From an optimization exercise on the open Yosys and OpenROAD flow, aimed at small area, a short achievable clock period and few clock cycles per item; shortcuts taken in it are not production practice. RTL that was checked went through simulation tests only; none was proved equivalent to the original. No functional check of the RTL was part of run 2.

===== design/flow/design.v =====
module scaleg (
    input  wire [47:0] s,
    input  wire [15:0] x,
    input  wire [15:0] sm,
    input  wire [15:0] sx,
    output wire [31:0] word,
    output wire        sat,
    output wire        flush
);
    function [6:0] lzc64;
        input [63:0] v;
        reg [31:0] v1; reg [31:0] c1;
        reg [15:0] v2; reg [31:0] c2;
        reg [7:0]  v3; reg [23:0] c3;
        reg [3:0]  v4; reg [15:0] c4;
        reg [1:0]  v5; reg [9:0]  c5;
        integer i;
        begin
            for (i = 0; i < 32; i = i + 1) begin
                v1[i] = v[2*i+1] | v[2*i];
                c1[i] = ~v[2*i+1];
            end
            for (i = 0; i < 16; i = i + 1) begin
                v2[i] = v1[2*i+1] | v1[2*i];
                c2[2*i +: 2] = v1[2*i+1] ? {1'b0, c1[2*i+1]} : {1'b1, c1[2*i]};
            end
            for (i = 0; i < 8; i = i + 1) begin
                v3[i] = v2[2*i+1] | v2[2*i];
                c3[3*i +: 3] = v2[2*i+1] ? {1'b0, c2[2*(2*i+1) +: 2]} : {1'b1, c2[2*(2*i) +: 2]};
            end
            for (i = 0; i < 4; i = i + 1) begin
                v4[i] = v3[2*i+1] | v3[2*i];
                c4[4*i +: 4] = v3[2*i+1] ? {1'b0, c3[3*(2*i+1) +: 3]} : {1'b1, c3[3*(2*i) +: 3]};
            end
            for (i = 0; i < 2; i = i + 1) begin
                v5[i] = v4[2*i+1] | v4[2*i];
                c5[5*i +: 5] = v4[2*i+1] ? {1'b0, c4[4*(2*i+1) +: 4]} : {1'b1, c4[4*(2*i) +: 4]};
            end
            lzc64 = v5[1] ? {1'b0, 1'b0, c5[9:5]} :
                    v5[0] ? {1'b0, 1'b1, c5[4:0]} : 7'd64;
        end
    endfunction
    function [63:0] rev64;
        input [63:0] v;
        integer i;
        begin
            for (i = 0; i < 64; i = i + 1) rev64[i] = v[63-i];
        end
    endfunction
    wire        sg = s[47];
    wire [47:0] a  = s ^ {48{sg}};           
    wire [18:0] yy = {2'b00, sm, 1'b0};
    reg  [63:0] rows [0:9];
    reg  [8:0]  bneg;
    reg  [48:0] m;
    reg         b_one, b_two;
    integer     j;
    always @(*) begin
        for (j = 0; j < 9; j = j + 1) begin
            b_one   = yy[2*j] ^ yy[2*j+1];
            b_two   = (yy[2*j+2] & ~yy[2*j+1] & ~yy[2*j]) | (~yy[2*j+2] & yy[2*j+1] & yy[2*j]);
            bneg[j] = yy[2*j+2];
            m = ({49{b_one}} & {1'b0, a}) | ({49{b_two}} & {a, 1'b0});
            m = m ^ {49{bneg[j]}};
            if (j == 0)
                rows[j] = {12'd0, ~bneg[0], bneg[0], bneg[0], m};
            else if (j < 7)
                rows[j] = {13'd1, ~bneg[j], m} << (2*j);
            else
                rows[j] = {14'd0, ~bneg[j], m} << (2*j);
            if (j > 0)
                rows[j][2*j-2] = bneg[j-1];
        end
        rows[9] = sg ? {48'd0, sm} : 64'd0;
    end
    function [127:0] csa;
        input [63:0] x, y, z;
        begin
            csa[63:0]   = x ^ y ^ z;
            csa[127:64] = {((x & y) | (x & z) | (y & z)), 1'b0};
        end
    endfunction
    wire [127:0] c1a = csa(rows[0], rows[1], rows[2]);
    wire [127:0] c1b = csa(rows[3], rows[4], rows[5]);
    wire [127:0] c1c = csa(rows[6], rows[7], rows[8]);
    wire [127:0] c2a = csa(c1a[63:0], c1a[127:64], c1b[63:0]);
    wire [127:0] c2b = csa(c1b[127:64], c1c[63:0], c1c[127:64]);
    wire [127:0] c3a = csa(c2a[63:0], c2a[127:64], c2b[63:0]);
    wire [127:0] c4a = csa(c3a[63:0], c3a[127:64], c2b[127:64]);
    wire [127:0] c5a = csa(c4a[63:0], c4a[127:64], rows[9]);
    wire [63:0]  p   = c5a[63:0] + c5a[127:64];    
    wire        pz = (s == 48'd0) | (sm == 16'd0);
    wire [6:0]  lza = lzc64({16'd0, a}) - 7'd16;           
    wire [6:0]  lzm = lzc64({sm, 48'hFFFF_FFFF_FFFF});     
    wire [6:0]  k   = lza + lzm - 7'd1;                    
    wire [63:0] t5 = k[5] ? {p[31:0], 32'd0}  : p;
    wire [63:0] t4 = k[4] ? {t5[47:0], 16'd0} : t5;
    wire [63:0] t3 = k[3] ? {t4[55:0], 8'd0}  : t4;
    wire [63:0] t2 = k[2] ? {t3[59:0], 4'd0}  : t3;
    wire [63:0] t1 = k[1] ? {t2[61:0], 2'd0}  : t2;
    wire [63:0] t0 = k[0] ? {t1[62:0], 1'd0}  : t1;
    wire        j0 = t0[63];
    wire        j1 = ~t0[63] & t0[62];
    wire [24:0] nw = j0 ? t0[63:39] : j1 ? t0[62:38] : t0[61:37];
    wire [6:0]  tzs = lzc64(rev64({16'hFFFF, s}));
    wire [6:0]  tzm = lzc64(rev64({48'hFFFF_FFFF_FFFF, sm}));
    wire [8:0]  tk  = {2'd0, tzs} + {2'd0, tzm} + {2'd0, k};
    wire        stick = j0 ? (tk < 9'd39) : j1 ? (tk < 9'd38) : (tk < 9'd37);
    wire [23:0] q     = nw[24:1];
    wire        rbit  = nw[0];
    wire        up    = rbit & (stick | q[0]);
    wire        carry = up & (&q[22:0]);
    wire signed [17:0] e0 = $signed({{2{x[15]}}, x}) + $signed({{2{sx[15]}}, sx}) + 18'sd166
                            - $signed({11'd0, k});
    wire        gt0 = (e0 > 18'sd254), eq0 = (e0 == 18'sd254), lt0 = (e0 < 18'sd0), z0 = (e0 == 18'sd0);
    wire        gt1 = (e0 > 18'sd255), eq1 = (e0 == 18'sd255), lt1 = (e0 < 18'sd1), z1 = (e0 == 18'sd1);
    wire        gt2 = (e0 > 18'sd256), eq2 = (e0 == 18'sd256), lt2 = (e0 < 18'sd2), z2 = (e0 == 18'sd2);
    wire        e_gt = j0 ? gt0 : j1 ? gt1 : gt2;
    wire        e_eq = j0 ? eq0 : j1 ? eq1 : eq2;
    wire        e_lt = j0 ? lt0 : j1 ? lt1 : lt2;
    wire        e_z  = j0 ? z0  : j1 ? z1  : z2;
    wire [7:0]  ef   = e0[7:0] - (j0 ? 8'd0 : j1 ? 8'd1 : 8'd2);
    wire        e_sat   = e_gt | (e_eq & carry);
    wire        e_flush = e_lt | (e_z & ~carry);
    wire [30:0] mag;
    wire        mag_co;
    bk_add #(.W(31)) u_inc (.x({ef, q[22:0]}), .y(31'd0), .ci(up), .s(mag), .co(mag_co));
    assign sat   = ~pz & e_sat;
    assign flush = ~pz & ~e_sat & e_flush;
    assign word  = (pz | e_flush) ? 32'd0 : e_sat ? {sg, 31'h7F7F_FFFF} : {sg, mag};
endmodule
module add32 (
    input  wire [31:0] a,
    input  wire [31:0] b,
    output wire [31:0] word,
    output wire        sat,
    output wire        flush
);
    function [4:0] lzc32;
        input [31:0] v;
        reg [15:0] v1; reg [15:0] c1;
        reg [7:0]  v2; reg [15:0] c2;
        reg [3:0]  v3; reg [11:0] c3;
        reg [1:0]  v4; reg [7:0]  c4;
        integer i;
        begin
            for (i = 0; i < 16; i = i + 1) begin
                v1[i] = v[2*i+1] | v[2*i];
                c1[i] = ~v[2*i+1];
            end
            for (i = 0; i < 8; i = i + 1) begin
                v2[i] = v1[2*i+1] | v1[2*i];
                c2[2*i +: 2] = v1[2*i+1] ? {1'b0, c1[2*i+1]} : {1'b1, c1[2*i]};
            end
            for (i = 0; i < 4; i = i + 1) begin
                v3[i] = v2[2*i+1] | v2[2*i];
                c3[3*i +: 3] = v2[2*i+1] ? {1'b0, c2[2*(2*i+1) +: 2]} : {1'b1, c2[2*(2*i) +: 2]};
            end
            for (i = 0; i < 2; i = i + 1) begin
                v4[i] = v3[2*i+1] | v3[2*i];
                c4[4*i +: 4] = v3[2*i+1] ? {1'b0, c3[3*(2*i+1) +: 3]} : {1'b1, c3[3*(2*i) +: 3]};
            end
            lzc32 = v4[1] ? {1'b0, c4[7:4]} : {1'b1, c4[3:0]};
        end
    endfunction
    wire [30:0] cmp_s;
    wire        cmp_co;                             
    bk_add #(.W(31)) u_cmp (.x(a[30:0]), .y(~b[30:0]), .ci(1'b1), .s(cmp_s), .co(cmp_co));
    wire        swap = ~cmp_co;
    wire [31:0] hi   = swap ? b : a;
    wire [31:0] lo   = swap ? a : b;
    wire [8:0]  dab  = {1'b0, a[30:23]} - {1'b0, b[30:23]};
    wire [7:0]  dba  = b[30:23] - a[30:23];
    wire [7:0]  d    = dab[8] ? dba : dab[7:0];
    wire        hz   = (hi[30:23] == 8'd0);         
    wire [23:0] mhi  = {1'b1, hi[22:0]};
    wire [23:0] mlo  = {(lo[30:23] != 8'd0), lo[22:0]};
    wire [25:0] lof  = {mlo, 2'b00};
    wire        big  = (d[7:5] != 3'd0);
    wire [25:0] losh = big ? 26'd0 : (lof >> d[4:0]);
    wire [31:0] mask = ~({32{1'b1}} << d[4:0]);
    wire        stk  = big ? (mlo != 24'd0) : ((lof & mask[25:0]) != 26'd0);
    wire [26:0] al   = {losh, stk};
    wire [26:0] hf   = {mhi, 3'b000};
    wire        sub  = a[31] ^ b[31];
    wire [27:0] sum;
    wire        sum_co;
    bk_add #(.W(28)) u_sum (.x({1'b0, hf}), .y({sub, al ^ {27{sub}}}), .ci(sub), .s(sum), .co(sum_co));
    wire        sz   = (sum == 28'd0);
    wire [4:0]  lz   = lzc32({sum, 4'hF});
    wire [27:0] norm = sum << lz;
    wire [23:0] mant = norm[27:4];
    wire        rbit = norm[3];
    wire        stck = |norm[2:0];
    wire        up   = rbit & (stck | mant[0]);
    wire        carry = up & (&mant[22:0]);
    wire [9:0]  eb0 = {2'b0, hi[30:23]} + 10'd1 - {5'd0, lz};
    wire        e_sat   = ~eb0[9] & ((eb0[8:0] > 9'd254) | ((eb0[8:0] == 9'd254) & carry));
    wire        e_flush = eb0[9] | ((eb0 == 10'd0) & ~carry);
    wire [30:0] mag;
    wire        mag_co;
    bk_add #(.W(31)) u_inc (.x({eb0[7:0], mant[22:0]}), .y(31'd0), .ci(up), .s(mag), .co(mag_co));
    wire        zero = hz | sz;
    assign sat   = ~zero & e_sat;
    assign flush = ~zero & ~e_sat & e_flush;
    assign word  = (zero | e_flush) ? 32'd0 : e_sat ? {hi[31], 31'h7F7F_FFFF} : {hi[31], mag};
endmodule
module bk_add #(
    parameter W = 32
) (
    input  wire [W-1:0] x,
    input  wire [W-1:0] y,
    input  wire         ci,
    output reg  [W-1:0] s,
    output reg          co
);
    localparam N = (W <= 2) ? 2 : (W <= 4) ? 4 : (W <= 8) ? 8 : (W <= 16) ? 16 :
                   (W <= 32) ? 32 : 64;
    reg [N-1:0] g, p, G, P;
    integer i, st;
    always @(*) begin
        g = {N{1'b0}};
        p = {N{1'b0}};
        for (i = 0; i < W; i = i + 1) begin
            g[i] = x[i] & y[i];
            p[i] = x[i] ^ y[i];
        end
        g[0] = g[0] | (p[0] & ci);
        G = g;
        P = p;
        P[0] = 1'b0;
        for (st = 1; st < N; st = st * 2)
            for (i = 2*st - 1; i < N; i = i + 2*st) begin
                G[i] = G[i] | (P[i] & G[i-st]);
                P[i] = P[i] & P[i-st];
            end
        for (st = N / 4; st >= 1; st = st / 2)
            for (i = 3*st - 1; i < N; i = i + 2*st) begin
                G[i] = G[i] | (P[i] & G[i-st]);
                P[i] = P[i] & P[i-st];
            end
        s[0] = p[0] ^ ci;
        for (i = 1; i < W; i = i + 1)
            s[i] = p[i] ^ G[i-1];
        co = G[W-1];
    end
endmodule
module scale_acc (
    input  wire        clk,
    input  wire        rst,           
    input  wire        in_valid,
    output wire        in_ready,
    input  wire        in_first,      
    input  wire        in_last,       
    input  wire [31:0] in_bias,
    input  wire [47:0] in_s,
    input  wire [15:0] in_x,
    input  wire [15:0] in_sm,
    input  wire [15:0] in_sx,
    output reg         res_valid,
    output wire [31:0] res_word,
    output wire        res_code_special,
    output wire [7:0]  res_scale_sat,
    output wire [7:0]  res_acc_sat,
    output wire [7:0]  res_flush_zero
);
    assign in_ready = 1'b1;
    reg        v0, f0, l0;
    reg [31:0] b0;
    reg [47:0] s0;
    reg [15:0] x0, sm0, sx0;
    always @(posedge clk) begin
        v0  <= ~rst & in_valid;
        f0  <= in_first;
        l0  <= in_last;
        b0  <= in_bias;
        s0  <= in_s;
        x0  <= in_x;
        sm0 <= in_sm;
        sx0 <= in_sx;
    end
    wire [31:0] g_word;
    wire        g_sat, g_flush;
    scaleg u_scale (
        .s(s0), .x(x0), .sm(sm0), .sx(sx0),
        .word(g_word), .sat(g_sat), .flush(g_flush)
    );
    wire        b_special = (b0[30:23] == 8'hFF);
    wire [31:0] b_norm    = b_special ? {b0[31], 31'h7F7F_FFFF} :
                            (b0[30:23] == 8'h00) ? 32'd0 : b0;
    reg        f1, l1, gs1, gf1, bs1;
    reg [31:0] g1, bn1;
    always @(posedge clk) begin
        f1  <= v0 & f0;
        l1  <= ~rst & v0 & l0;
        g1  <= v0 ? g_word : 32'd0;
        gs1 <= v0 & g_sat;
        gf1 <= v0 & g_flush;
        bn1 <= b_norm;
        bs1 <= b_special;
    end
    reg [31:0] acc;
    reg        code_special;
    reg [7:0]  ss_cnt, as_cnt, fz_cnt;
    wire [31:0] sum_word;
    wire        sum_sat, sum_flush;
    add32 u_add (
        .a(f1 ? bn1 : acc), .b(g1),
        .word(sum_word), .sat(sum_sat), .flush(sum_flush)
    );
    wire [7:0] ss_base = f1 ? 8'd0 : ss_cnt;
    wire [7:0] as_base = f1 ? 8'd0 : as_cnt;
    wire [7:0] fz_base = (f1 ? 8'd0 : fz_cnt) + {7'd0, gf1};
    wire [7:0] as_inc  = as_base + 8'd1;
    wire [7:0] fz_inc  = fz_base + 8'd1;
    always @(posedge clk) begin
        res_valid    <= ~rst & l1;
        acc          <= sum_word;
        code_special <= f1 ? bs1 : code_special;
        ss_cnt       <= ss_base + {7'd0, gs1};
        as_cnt       <= sum_sat ? as_inc : as_base;
        fz_cnt       <= sum_flush ? fz_inc : fz_base;
    end
    assign res_word         = acc;
    assign res_code_special = code_special;
    assign res_scale_sat    = ss_cnt;
    assign res_acc_sat      = as_cnt;
    assign res_flush_zero   = fz_cnt;
endmodule

===== design/flow/flow/run.sh =====
#!/bin/bash
# Layout flow: the standard flow (standard.sh) with two changes.
#  1. After the standard synthesis, polar_fix.py lets full adders absorb the
#     inverters around them (a full adder fed complemented inputs gives
#     complemented outputs). Registers and their names are untouched.
#  2. Ports are buffered with sky130_fd_sc_hd__buf_2 (every port still gets
#     its own buffer).
# Each tool's output goes to a log file of its own in the work folder.
set -euo pipefail
R=orfs/results/${FLOW_PLATFORM:-sky130hd}/scale_acc/base

bash standard.sh synth > synth.log 2>&1
cp $R/1_2_yosys.v 1_2_yosys.standard.v
python3 flow/polar_fix.py 1_2_yosys.standard.v $R/1_2_yosys.polar.v > polar_fix.log 2>&1
mv $R/1_2_yosys.polar.v $R/1_2_yosys.v
rm -f $R/1_synth.odb $R/1_synth.sdc
bash standard.sh synth > synth_odb.log 2>&1

export BUFFER_PORTS_ARGS="-buffer_cell sky130_fd_sc_hd__buf_2"
bash standard.sh finish > layout.log 2>&1

===== design/flow/flow/polar_fix.py =====
#!/usr/bin/env python3
"""Rewrite a flat yosys gate netlist (sky130hd) so that full adders absorb inverters.

A full adder is self-dual: FA(~a, ~b, ~c) = (~cout, ~sum). Each fa cell may therefore
be "flipped": it is fed the complements of its inputs and its outputs then carry the
complements of their logical values. A greedy search picks the flips that need the fewest
inverters; the netlist is then rebuilt with one inverter per net that some load needs
complemented. Inverters that drive a module port are kept as they are.

usage: polar_fix.py IN.v OUT.v
"""
import re
import sys
from collections import defaultdict

src = open(sys.argv[1]).read()
inst_re = re.compile(r'^  (sky130_fd_sc_hd__\w+)\s+(\S+)\s*\((.*?)\n  \);\n', re.S | re.M)
pin_re = re.compile(r'\.(\w+)\(([^()]*)\)')

OUTP = {'X', 'Y', 'Q', 'Q_N', 'SUM', 'COUT', 'HI', 'LO'}
cells = []                      # [type, name, [(pin, net)]]
spans = []
for m in inst_re.finditer(src):
    typ, name, body = m.groups()
    pins = [(p, n.strip()) for p, n in pin_re.findall(body)]
    cells.append([typ, name, pins])
    spans.append((m.start(), m.end()))
if not cells:
    sys.exit('no cells found')
head = src[:spans[0][0]]
tail = src[spans[-1][1]:]
between = ''.join(src[spans[i][1]:spans[i + 1][0]] for i in range(len(spans) - 1))
if between.strip():
    sys.exit('unexpected text between cells')

# ports
ports = set()
for m in re.finditer(r'^\s*(input|output)\s+(\[(\d+):(\d+)\]\s+)?(\w+);', head, re.M):
    d, _, hi, lo, nm = m.groups()
    if hi is None:
        ports.add(nm)
    else:
        for b in range(min(int(hi), int(lo)), max(int(hi), int(lo)) + 1):
            ports.add(f'{nm}[{b}]')

isinv = lambda t: t.startswith('sky130_fd_sc_hd__inv_') or t.startswith('sky130_fd_sc_hd__clkinv_')
isfa = lambda t: t.startswith('sky130_fd_sc_hd__fa_')

drv = {}
for i, (t, n, pins) in enumerate(cells):
    for p, net in pins:
        if p in OUTP:
            drv[net] = (i, p)

def removable_inv(i):
    t, n, pins = cells[i]
    return isinv(t) and dict(pins)['Y'] not in ports

def root(net):
    par = 0
    while net in drv and removable_inv(drv[net][0]):
        net = dict(cells[drv[net][0]][2])['A']
        par ^= 1
    return net, par

loads = defaultdict(list)       # root -> [(cell, pin index, parity)]
for i, (t, n, pins) in enumerate(cells):
    if removable_inv(i):
        continue
    for k, (p, net) in enumerate(pins):
        if p in OUTP:
            continue
        r, par = root(net)
        loads[r].append((i, k, par))

# an FA whose output is a port net keeps its polarity
fixed = set()
for i, (t, n, pins) in enumerate(cells):
    if isfa(t) and any(p in OUTP and net in ports for p, net in pins):
        fixed.add(i)

flag = defaultdict(int)
def fdrv(r):
    if r in drv and isfa(cells[drv[r][0]][0]):
        return flag[drv[r][0]]
    return 0

def netcost(r):
    fd = fdrv(r)
    for (i, k, par) in loads[r]:
        if par ^ fd ^ (flag[i] if isfa(cells[i][0]) else 0):
            return 1
    return 0

touch = defaultdict(set)
for r, ls in loads.items():
    for (i, k, par) in ls:
        touch[i].add(r)
    if r in drv:
        touch[drv[r][0]].add(r)

fa = [i for i, c in enumerate(cells) if isfa(c[0]) and i not in fixed]
ninv0 = sum(1 for c in cells if isinv(c[0]))
for it in range(20):
    changed = 0
    for i in fa:
        before = sum(netcost(r) for r in touch[i])
        flag[i] ^= 1
        after = sum(netcost(r) for r in touch[i])
        if after < before:
            changed += 1
        else:
            flag[i] ^= 1
    if not changed:
        break

# rebuild
new_cells = []
inv_of = {}
new_wires = []
def inverted(r):
    if r not in inv_of:
        nm = f'_polinv_{len(inv_of)}_'
        inv_of[r] = nm
        new_wires.append(nm)
        new_cells.append(['sky130_fd_sc_hd__inv_2', f'_polinvc_{len(inv_of)}_', [('A', r), ('Y', nm)]])
    return inv_of[r]

out_cells = []
for i, (t, n, pins) in enumerate(cells):
    if removable_inv(i):
        continue
    newpins = []
    for k, (p, net) in enumerate(pins):
        if p in OUTP:
            newpins.append((p, net))
            continue
        r, par = root(net)
        need = par ^ fdrv(r) ^ (flag[i] if isfa(t) else 0)
        newpins.append((p, inverted(r) if need else r))
    out_cells.append([t, n, newpins])
out_cells += new_cells

used = set()
for t, n, pins in out_cells:
    for p, net in pins:
        used.add(re.sub(r'\[\d+\]$', '', net))

# drop declarations of scalar wires no longer used
def keep_decl(line):
    m = re.match(r'^\s*wire\s+(_\w+_);\s*$', line)
    return not (m and m.group(1) not in used)
head_lines = [l for l in head.split('\n') if keep_decl(l)]
head = '\n'.join(head_lines)
head += ''.join(f'  wire {w};\n' for w in new_wires)

def fmt(c):
    t, n, pins = c
    body = ',\n'.join(f'    .{p}({net}{" " if net.startswith(chr(92)) else ""})' for p, net in pins)
    return f'  {t} {n} (\n{body}\n  );\n'

open(sys.argv[2], 'w').write(head + ''.join(fmt(c) for c in out_cells) + tail)
ninv1 = sum(1 for c in out_cells if isinv(c[0]))
print(f'polar_fix: {sum(flag.values())} full adders flipped; inverters {ninv0} -> {ninv1}')

===== design/flow/standard.sh =====
#!/bin/bash
# synth_recipe.tcl (not shown) runs the flow's synth.tcl, then flattens the netlist and writes it again
# the make line also repeats each setting of config.mk as NAME=value (left out here)
make -C /OpenROAD-flow-scripts/flow DESIGN_CONFIG=/design/flow/config.mk WORK_HOME=/design/flow/orfs CLKGATE_MAP_FILE= SYNTH_SCRIPT=/design/flow/synth_recipe.tcl "${@:-finish}"

===== design/flow/config.mk =====
export PLATFORM = sky130hd
export DESIGN_NAME = scale_acc
export DESIGN_NICKNAME = scale_acc
export VERILOG_FILES = /design/flow/design.v
export SDC_FILE = /design/flow/constraint.sdc
export NUM_CORES = 4
export LEC_CHECK = 0
export ABC_AREA = 1
export CAP_MARGIN = 60
export CORE_MARGIN = 2
export CORE_UTILIZATION = 60
export PLACE_DENSITY = 0.7
export SLEW_MARGIN = 60

===== design/flow/constraint.sdc =====
create_clock -name core_clock -period 55.0 [get_ports {clk}]
set_input_delay 11.0000 -clock core_clock [delete_from_list [all_inputs] [get_ports {clk}]]
set_output_delay 11.0000 -clock core_clock [all_outputs]
set_load 0.01 [all_outputs]

==> results of run 1 <==
==> final timing paths <==
kind | to | cells past startpoint | slack, ps | startpoint
hold reg to reg | bn1[27] | 0 | 360 | b0[27]
hold / removal | bn1[27] | 0 | 360 | b0[27]
setup reg to reg | acc[30] | 63 | 42630 | f1
setup / recovery | acc[30] | 63 | 42630 | f1
==> routing by layer <==
layer  global-route usage  vias up  wire (microns)
li1                     -    18800               -
met1                0.559    19000           59800
met2                0.586     2438           59200
met3                0.124      391           19000
met4                0.141        4            5820
met5              0.00693        -              72
==> critical path: cells and delay by family (launching register included) <==
family / cells / cell delay, ps
buffers and inverters: 12 / 1680
and+or+nand+nor: 36 / 5070
DFF: 1 / 330
xor gates and xnor gates: 3 / 870
AOI/OAI and AO/OA: 8 / 2440
adders and majority gates: 4 / 1850
==> final cells by class <==
cell class	instances	area, sq um
fill	6309	24400
sequential	258	5190
tap	882	1100
timing repair buffer	266	1640
clock buffer	43	881
antenna	1	2.50
multi-input combinational	4448	32600
clock inverter	11	101
inverter	611	2300
==> flip-flops by register name, summed over array words and instances (netlist names), 16 cells and up <==
| name | flops |
|---|---|
| sx0 | 16 |
| g1 | 32 |
| x0 | 16 |
| s0 | 48 |
| bn1 | 32 |
| acc | 32 |
| b0 | 32 |
| sm0 | 16 |
==> cells in the final DEF, fill, tap and decap left out, types with 31 or more instances in the layout <==
cell / n
nand4_1: 32
o21ai_1: 62
nor2_1: 374
inv_2: 607
nand2_2: 54
buf_2: 191
a21oi_1: 237
nand3_1: 441
clkbuf_16: 31
ha_1: 320
o21ai_0: 231
buf_4: 52
nand2_1: 937
or2_2: 67
fa_1: 364
xnor2_1: 59
dfxtp_1: 248
nor3_1: 39
o22ai_1: 385
xor2_1: 509
==> per-stage QoR <==
| stage | hold WS [ps] | setup slack (ps) | instances | utilization |
|---|---|---|---|---|
| 3_5_place_dp | 354 | 42630 | 6463 | 0.627 |
| 5_1_grt | 365 | 41500 | 6519 | 0.643 |
| 2_1_floorplan | 386 | 43610 | 5632 | - |
| 6_report | 361 | 42630 | 6520 | 0.643 |
| 4_1_cts | 362 | 42600 | 6517 | 0.641 |
| 3_3_place_gp | 353 | 42030 | 6457 | 0.622 |
==> impl_results.md, run 1 <==
- Final Hold Viols: 0
- Crit-path max FO: between 80 and 90
- Layout cell share with drive strength beyond 1: 0.208
- CP startpoint kind: flop
- Fin. max-slew vios: 0
- Drt drc: 0
- Tmin final: about 12000 ps
- Slowest cell on the critical path: ha_2
- Die H: around 270 microns
- Hold Path Class: flop to flop
- Hold buffer count at CTS: 0
- Final Cell Area: 43900 sq um
- Largest net degree at the start of global routing: between 80 and 90
- Total gr overflow: 0
- CTS max path bufs: 3
- Slew @ Worst Pin: roughly 630 ps
- CP Class: flop to flop
- Most frequent CP cell: nand2_1
- DR vias/cell: 6.23
- Syn nets: around 6.5k
- Starting DRT DRC Count: just over 5k
- PortBufs: 190
- Post-route ant nets: 0
- Max Freq: between 0.08 and 0.09 GHz
- CTS tree: done
- Crit end category: flop
- Vias in the first global route: between 30k and 40k
- Post-CTS sizing: 0
- Initial Util: 0.603
- Syn_area_per_cell: around 7.3 sq um
- Ys Warns: 6
- Worst-path clk slew: about 60 ps
- CTS Buf Count: 31
- Critical Path AT: about 13000 ps
- Core area: around 68000 sq um
- Final setup viols: 0
- Drt first pass iters: 6
- Via count: roughly 41k
- Mean routed wirelength per cell: ~22 microns
- First-pass GRT wire length: approximately 220000 microns
- RSZ-0062 raised after global routing: no
- Worst-Skew Late Latency: approximately 620 ps
- Max-cap violations: 0
- Site Rows: 96
- CTS HTree Levels: 1
- DIE AREA: between 70000 and 80000 sq um
- Initial antenna violation count: 2
- Final period util: 0.225
- Post-CTS setup buffers: 0
- Synth-to-Final Area Change: 6.62%
- GRT Util Overall: 0.402
- Die Span X: 266 microns
- Status: finished clean
- Routability cong.: around 1.0
- CTS sink cnt: around 260
- Setup TNS: 0 ps
- Layout net count: ~6.4k
- Clock root cell: clkbuf_16
- IO Count: ~190
- Post-DP Area: 42800 sq um
- Routed WL: roughly 140000 microns
- Mapped Area: approximately 40000 sq um
- CP required: approximately 56000 ps
- Rel. slew slack: 0.575
- Hpwl dp: about 110000 microns
- Syn Inst Count: approximately 5.6k
- Largest stage delay, worst path: approximately 700 ps
- Clock Skews: between 20 and 30 ps
Testbench counts, summed over its fixed seeds: cycles 26,970, groups 26,946.
==> run 2: changes to the inputs <==
--- a/design/flow/design.v
+++ b/design/flow/design.v
@@ -1,5 +1,7 @@
 module scaleg (
-    input  wire [47:0] s,
+    input  wire        sg,        
+    input  wire [47:0] a,         
+    input  wire [5:0]  tzs,       
     input  wire [15:0] x,
     input  wire [15:0] sm,
     input  wire [15:0] sx,
@@ -47,8 +49,6 @@
             for (i = 0; i < 64; i = i + 1) rev64[i] = v[63-i];
         end
     endfunction
-    wire        sg = s[47];
-    wire [47:0] a  = s ^ {48{sg}};           
     wire [18:0] yy = {2'b00, sm, 1'b0};
     reg  [63:0] rows [0:9];
     reg  [8:0]  bneg;
@@ -89,7 +89,7 @@
     wire [127:0] c4a = csa(c3a[63:0], c3a[127:64], c2b[127:64]);
     wire [127:0] c5a = csa(c4a[63:0], c4a[127:64], rows[9]);
     wire [63:0]  p   = c5a[63:0] + c5a[127:64];    
-    wire        pz = (s == 48'd0) | (sm == 16'd0);
+    wire        pz = ((a == 48'd0) & ~sg) | (sm == 16'd0);
     wire [6:0]  lza = lzc64({16'd0, a}) - 7'd16;           
     wire [6:0]  lzm = lzc64({sm, 48'hFFFF_FFFF_FFFF});     
     wire [6:0]  k   = lza + lzm - 7'd1;                    
@@ -102,9 +102,8 @@
     wire        j0 = t0[63];
     wire        j1 = ~t0[63] & t0[62];
     wire [24:0] nw = j0 ? t0[63:39] : j1 ? t0[62:38] : t0[61:37];
-    wire [6:0]  tzs = lzc64(rev64({16'hFFFF, s}));
     wire [6:0]  tzm = lzc64(rev64({48'hFFFF_FFFF_FFFF, sm}));
-    wire [8:0]  tk  = {2'd0, tzs} + {2'd0, tzm} + {2'd0, k};
+    wire [8:0]  tk  = {3'd0, tzs} + {2'd0, tzm} + {2'd0, k};
     wire        stick = j0 ? (tk < 9'd39) : j1 ? (tk < 9'd38) : (tk < 9'd37);
     wire [23:0] q     = nw[24:1];
     wire        rbit  = nw[0];
@@ -122,13 +121,53 @@
     wire [7:0]  ef   = e0[7:0] - (j0 ? 8'd0 : j1 ? 8'd1 : 8'd2);
     wire        e_sat   = e_gt | (e_eq & carry);
     wire        e_flush = e_lt | (e_z & ~carry);
-    wire [30:0] mag;
+    wire [30:0] mag_inc;
     wire        mag_co;
-    bk_add #(.W(31)) u_inc (.x({ef, q[22:0]}), .y(31'd0), .ci(up), .s(mag), .co(mag_co));
+    bk_add #(.W(31)) u_inc (.x({ef, q[22:0]}), .y(31'd0), .ci(1'b1), .s(mag_inc), .co(mag_co));
+    wire [30:0] mag = up ? mag_inc : {ef, q[22:0]};
     assign sat   = ~pz & e_sat;
     assign flush = ~pz & ~e_sat & e_flush;
     assign word  = (pz | e_flush) ? 32'd0 : e_sat ? {sg, 31'h7F7F_FFFF} : {sg, mag};
 endmodule
+module tzc48 (
+    input  wire [47:0] v,
+    output wire [5:0]  n
+);
+    reg [63:0] r;
+    reg [31:0] v1; reg [31:0] c1;
+    reg [15:0] v2; reg [31:0] c2;
+    reg [7:0]  v3; reg [23:0] c3;
+    reg [3:0]  v4; reg [15:0] c4;
+    reg [1:0]  v5; reg [9:0]  c5;
+    reg [6:0]  c;
+    integer i;
+    always @(*) begin
+        for (i = 0; i < 48; i = i + 1) r[63-i] = v[i];
+        r[15:0] = 16'hFFFF;
+        for (i = 0; i < 32; i = i + 1) begin
+            v1[i] = r[2*i+1] | r[2*i];
+            c1[i] = ~r[2*i+1];
+        end
+        for (i = 0; i < 16; i = i + 1) begin
+            v2[i] = v1[2*i+1] | v1[2*i];
+            c2[2*i +: 2] = v1[2*i+1] ? {1'b0, c1[2*i+1]} : {1'b1, c1[2*i]};
+        end
+        for (i = 0; i < 8; i = i + 1) begin
+            v3[i] = v2[2*i+1] | v2[2*i];
+            c3[3*i +: 3] = v2[2*i+1] ? {1'b0, c2[2*(2*i+1) +: 2]} : {1'b1, c2[2*(2*i) +: 2]};
+        end
+        for (i = 0; i < 4; i = i + 1) begin
+            v4[i] = v3[2*i+1] | v3[2*i];
+            c4[4*i +: 4] = v3[2*i+1] ? {1'b0, c3[3*(2*i+1) +: 3]} : {1'b1, c3[3*(2*i) +: 3]};
+        end
+        for (i = 0; i < 2; i = i + 1) begin
+            v5[i] = v4[2*i+1] | v4[2*i];
+            c5[5*i +: 5] = v4[2*i+1] ? {1'b0, c4[4*(2*i+1) +: 4]} : {1'b1, c4[4*(2*i) +: 4]};
+        end
+        c = v5[1] ? {2'b00, c5[9:5]} : {2'b01, c5[4:0]};
+    end
+    assign n = c[5:0];
+endmodule
 module add32 (
     input  wire [31:0] a,
     input  wire [31:0] b,
@@ -197,9 +236,10 @@
     wire [9:0]  eb0 = {2'b0, hi[30:23]} + 10'd1 - {5'd0, lz};
     wire        e_sat   = ~eb0[9] & ((eb0[8:0] > 9'd254) | ((eb0[8:0] == 9'd254) & carry));
     wire        e_flush = eb0[9] | ((eb0 == 10'd0) & ~carry);
-    wire [30:0] mag;
+    wire [30:0] mag_inc;
     wire        mag_co;
-    bk_add #(.W(31)) u_inc (.x({eb0[7:0], mant[22:0]}), .y(31'd0), .ci(up), .s(mag), .co(mag_co));
+    bk_add #(.W(31)) u_inc (.x({eb0[7:0], mant[22:0]}), .y(31'd0), .ci(1'b1), .s(mag_inc), .co(mag_co));
+    wire [30:0] mag     = up ? mag_inc : {eb0[7:0], mant[22:0]};
     wire        zero = hz | sz;
     assign sat   = ~zero & e_sat;
     assign flush = ~zero & ~e_sat & e_flush;
@@ -265,16 +305,22 @@
     output wire [7:0]  res_flush_zero
 );
     assign in_ready = 1'b1;
+    wire [5:0] in_tz;
+    tzc48 u_tz (.v(in_s), .n(in_tz));
     reg        v0, f0, l0;
     reg [31:0] b0;
-    reg [47:0] s0;
+    reg        sg0;               
+    reg [47:0] a0;                
+    reg [5:0]  tz0;               
     reg [15:0] x0, sm0, sx0;
     always @(posedge clk) begin
         v0  <= ~rst & in_valid;
         f0  <= in_first;
         l0  <= in_last;
         b0  <= in_bias;
-        s0  <= in_s;
+        sg0 <= in_s[47];
+        a0  <= in_s ^ {48{in_s[47]}};
+        tz0 <= in_tz;
         x0  <= in_x;
         sm0 <= in_sm;
         sx0 <= in_sx;
@@ -282,7 +328,7 @@
     wire [31:0] g_word;
     wire        g_sat, g_flush;
     scaleg u_scale (
-        .s(s0), .x(x0), .sm(sm0), .sx(sx0),
+        .sg(sg0), .a(a0), .tzs(tz0), .x(x0), .sm(sm0), .sx(sx0),
         .word(g_word), .sat(g_sat), .flush(g_flush)
     );
     wire        b_special = (b0[30:23] == 8'hFF);
==> run 2 against run 1 <==
Effect of this change:
- hold slack better by 0.75 ps
- first-iteration DRC count is 19% lower
- die area rose by 1.4%
- global-route usage is 2.4 points lower
- non-clock buffer count down 22
- setup slack worse by 89 ps
- flip-flop and latch count grew 6
==> impl_results.md, run 2 <==
- Status: finished clean
- Setup TNS: 0 ps (unchanged)
- CTS tree: done
- Final period util: 0.227 (+0.00161)
- CP Class: input pin to flop
- Layout cell share with drive strength beyond 1: 0.204 (-0.00440)
- CTS Buf Count: 31 (unchanged)
- Slew @ Worst Pin: 640 ps (+9.34 ps)
- Via count: 40.4k (-0.55%)
- Mean routed wirelength per cell: 20.5 microns (-7.2%)
- Max reg flops: 47 (-2.1%)
- PortBufs: 190 (unchanged)
- Site Rows: 96 (unchanged)
- CP startpoint kind: input pin
- Hpwl dp: 107000 microns (-2.0%)
- First-pass GRT wire length: 213000 microns (-4.3%)
- Final Cell Area: 44400 sq um (+1.2%)
- Rel. slew slack: 0.573 (-0.00236)
- R2r setup slk: 42740 ps (+110 ps)
- Final Hold Viols: 0 (unchanged)
- CTS max path bufs: 3 (unchanged)
- Final setup viols: 0 (unchanged)
- Core area: 68700 sq um (+0.70%)
- CTS HTree Levels: 1 (unchanged)
- Placed cell count: 6605 (+2.2%)
- Post-CTS sizing: 0 (unchanged)
- Largest register by flop count: a0
- Fin. max-slew vios: 0 (unchanged)
- Worst Reg-to-Reg Cells: 70 (+11%)
- Initial Util: 0.608 (+0.00460)
- Min-delay src: b0[24]
- Util after Layout: 0.646 (+0.00310)
- Commonest cells after routing, fill and taps aside: nand2_1, inv_2, xor2_1, nand3_1, o22ai_1
- Crit-path max FO: 5 (-94%)
- CTS sink cnt: 264 (+2.3%)
- Post-route ant nets: 0 (unchanged)
- DIE AREA: 71700 sq um (+1.4%)
- Max Freq: 0.0803 GHz (-0.71%)
- DR vias/cell: 6.06 (-2.7%)
- Syn_area_per_cell: 7.27 sq um (-0.47%)
- Clock root cell: clkbuf_16
- Hold Path Class: flop to flop
- Clock Skews: 16.6 ps (-9.29 ps)
- Hold buffer count at CTS: 0 (unchanged)
- Mapped Area: 41700 sq um (+1.5%)
- Hold path cells: 0 (unchanged)
- Crit end category: flop
- Initial antenna violation count: 0 (-2)
- # fillers: 6426 (+1.9%)
- Tmin final: 12460 ps (+88.7 ps)
- Synth-to-Final Area Change: 6.32%
- CP required: 55490 ps (-20 ps)
- Largest net degree at the start of global routing: 80 (-5.9%)
- GRT Util Overall: 0.378 (-0.0237)
- Hold endpoint: bn1[24]
- Crit path from: in_s[4]
- Vias in the first global route: 38.5k (-1.4%)
- Ys Warns: 7 (+1)
- Die Span X: 268 microns (+0.72%)
- Die H: 268 microns (+0.72%)
- Diode count: 0 (-1)
- Starting DRT DRC Count: 4140 (-19%)
- Worst-Skew Late Latency: 610 ps (about the same)
- Area occupied by multi-input gates: 32700 sq um (+0.15%)
- Layout net count: 6528 (+1.4%)
- Post-Layout Cell Count: 6665 (+2.2%)
- Drt first pass iters: 6 (unchanged)
- Max-cap violations: 0 (unchanged)
- Syn Inst Count: 5742 (+2.0%)
- Worst r2r dst: acc[29]
- R2r startpoint: f1
- Total gr overflow: 0 (unchanged)
- Syn nets: 6561 (+1.7%)
- Critical Path AT: 12950 ps (+70 ps)
- Post-CTS setup buffers: 0 (unchanged)
- Routed WL: 136000 microns (-5.2%)
- RSZ-0062 raised after global routing: no
- Worst-path clk slew: 60 ps (about the same)
- Post-DP Area: 43200 sq um (+1.1%)
- Most common cell after layout, fill and taps aside: nand2_1
- Drt drc: 0 (unchanged)
- Routability cong.: 0.998 (-4.9%)
- Storage cell area: 5320 sq um (+2.4%)
- IO Count: 192 (unchanged)
## run 2: worst max-delay path, stage by stage
cell	delay (ps)
buf_2	120
nor4_1	440
nand2_1	200
nor2_1	150
inv_2	50
nor4_2	300
inv_2	110
nor2_1	290
a221oi_1	130
o31ai_1	110
inv_2	40
## run 2: metal layers
| layer | part of all wire | GRT usage | routed length [microns] | vias up |
|---|---|---|---|---|
| met5 | 0 | 0 | 0 | - |
| met4 | 0.024 | 0.0862 | 3250 | 0 |
| met3 | 0.14 | 0.133 | 18500 | 234 |
| met2 | 0.41 | 0.547 | 55400 | 2056 |
| met1 | 0.43 | 0.538 | 59300 | 19100 |
| li1 | - | - | - | 19000 |
## run 2: worst max path at each step
| stage | endpoint | depth (start not counted) |
|---|---|---|
| finish | tz0[2] | 11 |
| detailed placement | tz0[2] | 11 |
| CTS | tz0[2] | 11 |
| floorplan | tz0[2] | 10 |
| global placement | tz0[2] | 11 |
| global route | acc[29] | 70 |
## run 2: cell type report
cell class                      instances  area share
Multi-Input combinational cell       4458       0.736
Sequential cell                       264       0.120
Inverter                              710      0.0606
Timing Repair Buffer                  244      0.0333
Tap cell                              931      0.0262
Clock buffer                           42      0.0198
Clock inverter                         16     0.00383
## run 2: through the flow
step / worst slack, ps / hold WS, ps
after floorplan: 42170 / 386
after global placement: 41640 / 356
after detailed placement: 41820 / 358
after CTS: 42450 / 362
after global routing: 41710 / 368
final: 42540 / 362

afterwards: timing with drivers on the ports:
The flow's constraints put no driver on any port. The routed layouts listed below were extracted and timed again, unchanged, in two steps.
Step 1 (the two cells are an assumption about what drives the block):
set clk [get_ports {clk}]
set_driving_cell -lib_cell sky130_fd_sc_hd__clkbuf_16 $clk
set_driving_cell -lib_cell sky130_fd_sc_hd__buf_2 [delete_from_list [all_inputs] $clk]
Step 2 moves the port delays by t, midway between the first and last clock arrival at a register: inputs arrive t later, outputs are due t later. That takes back most of the time a late clock gives input paths.
Slacks: ideal / step 1 / step 2; pairs: ideal / step 1.
run | t (ns) | setup slack, ns | worst data-port slew with drivers (ns)
run 1 | 0.679 | 42.630 / 42.630 / 42.630 | 0.05
run 2 | 0.667 | 42.541 / 42.592 / 41.925 | 0.04
After both steps every run listed still meets setup and hold. For run 2, which loses most, drivers alone change the setup slack by +0.051 ns; drivers and shift together by -0.616 ns.
